From an optimization exercise on the open Yosys and OpenROAD flow, aimed at small area, a short achievable clock period and few clock cycles per item; shortcuts taken in it are not production practice. Function was checked by simulation only, so behaviour that the tests miss may differ from the original.

==> flow/design.v (excerpt) <==
module wire_model (
    input  wire        clk,
    input  wire        rst,
    input  wire        cfg_we,
    input  wire [3:0]  cfg_ch,
    input  wire [15:0] cfg_k,
    input  wire [15:0] cfg_alpha,
    input  wire [15:0] cfg_tlim,
    input  wire        clr,
    input  wire [3:0]  clr_ch,
    input  wire        s_valid,
    output wire        s_ready,
    input  wire [3:0]  s_ch,
    input  wire [15:0] s_irms,
    input  wire [15:0] s_tref,
    output reg         r_valid,
    output reg  [3:0]  r_ch,
    output wire [31:0] r_dt,
    output reg  [16:0] r_temp,
    output reg         r_warn,
    output reg         r_latch,
    output reg         r_cool,
    output reg         r_trip
);
For scale: ~9700 cells after synthesis, about 1800 flip-flops, about 87000 um^2 of cells after synthesis.
==> flow/config.mk <==
export PLATFORM = sky130hd
export DESIGN_NAME = wire_model
export DESIGN_NICKNAME = wire_model
export VERILOG_FILES = /design/flow/design.v
export SDC_FILE = /design/flow/constraint.sdc
export NUM_CORES = 4
export LEC_CHECK = 0
export ABC_AREA = 1
export CAP_MARGIN = 20
export CORE_MARGIN = 2
export CORE_UTILIZATION = 65
export CTS_CLUSTER_DIAMETER = 80
export CTS_CLUSTER_SIZE = 26
export PLACE_DENSITY = 0.72
export SLEW_MARGIN = 20
==> flow/constraint.sdc <==
create_clock -name core_clock -period 33.0 [get_ports {clk}]
set_input_delay 6.6000 -clock core_clock [delete_from_list [all_inputs] [get_ports {clk}]]
set_output_delay 6.6000 -clock core_clock [all_outputs]
set_load 0.01 [all_outputs]
standard.sh (not shown) runs the stock make flow with config.mk's settings and CLKGATE_MAP_FILE= SYNTH_SCRIPT=/design/flow/synth_recipe.tcl, a recipe that flattens the netlist after the stock synthesis.
==> flow/flow/run.sh <==
#!/bin/bash
# The standard layout (standard.sh: ORFS synthesis to finish), with one
# change: the port buffers are plain sky130_fd_sc_hd__buf_2 cells instead of
# the delay cell the resizer picks by default. Every port still gets its own
# buffer. make's full output goes to standard.log here; ORFS keeps each
# step's log under orfs/logs/.
set -euo pipefail
export BUFFER_PORTS_ARGS="-buffer_cell sky130_fd_sc_hd__buf_2"
bash standard.sh > standard.log 2>&1
The starting point produced a clean layout.
Testbench counts at the start, summed over its fixed seeds: cycles 16,424, samples 16,384.
Then changed:
--- a/flow/design.v
+++ b/flow/design.v
@@ -1471,15 +1471,17 @@
     wire t836, t837;
     assign {t837, t836} = 1'b1 + t746 + t745;
     wire t838, t839;
     assign {t839, t838} = t279 + t312 + t747;
     wire [47:0] ra = {t838, t836, t834, t832, t830, t828, t826, t824, t822, t820, t818, t816, t814, t812, t810, t808, t806, t804, t802, t800, t798, t796, t794, t792, t790, t788, t786, t784, t782, t780, t778, t776, t774, t772, t770, t768, t766, t764, t762, t760, t758, t756, t754, t752, t750, t70, t2, t1};
     wire [47:0] rb = {t837, t835, t833, t831, t829, t827, t825, t823, t821, t819, t817, t815, t813, t811, t809, t807, t805, t803, t801, t799, t797, t795, t793, t791, t789, t787, t785, t783, t781, t779, t777, t775, t773, t771, t769, t767, t765, t763, t761, t759, t757, t755, t753, t751, t749, t748, 1'b0, t35};
-    wire [47:0] raw = ra + rb;
-    wire sat = |raw[47:38];
-    wire c38 = raw[38] ^ ra[38] ^ rb[38];
+    wire [38:0] low = {1'b0, ra[37:0]} + {1'b0, rb[37:0]};
+    wire c38 = low[38];
+    wire [9:0] hp = ra[47:38] ^ rb[47:38];
+    wire [9:0] hk = {ra[46:38] | rb[46:38], c38};
+    wire sat = |(hp ^ hk);
     wire [31:0] ndt = ~dt;
     wire [38:0] uu;
     wire t1000840, t1000841;
     assign {t1000841, t1000840} = ra[6] + rb[6];
     wire t1000842, t1000843;
     assign {t1000843, t1000842} = ra[7] + rb[7];
After rerunning: Setup slack is better by 0.0090 ns. Register-to-register slack gets better by 0.40 ns. Utilization drops by 0.18 points. Cell area falls by 1.7%. Worst hold slack is better by 0.021 ns. Global-route usage came out lower by 0.65 points. Via count is lower by 4.1%. Die area decreases by 1.5%.
Testbench counts after the change, summed over its fixed seeds: cycles 16,424, samples 16,384.

separate check: timing with driven ports:
In the flow no input, the clock included, has a driving cell. The finished layouts below were timed again as built, in two steps.
Step 1 sets driving cells, clkbuf_16 on the clock port and buf_2 on the other inputs (assumed; they add their load-dependent delay and slew).
Step 2 times the ports against the registers' clock, not the clock port: input delays grow and output delays shrink by t, the midpoint of the rising clock arrivals with the driver on.
Three values: ideal, step 1, step 2; two values: the first two.
run | t, ns | slack for setup (ns) | worst register clock-pin slew, ns | worst slew at a driven data input, ns | cell pins on the clock port's net
the first run | 0.807 | 25.156 / 25.079 / 25.159 | 0.11 / 0.11 | 0.05 | 1
the second run | 0.827 | 25.165 / 25.079 / 25.327 | 0.10 / 0.10 | 0.05 | 1
After both steps setup and hold are still met in every run listed.
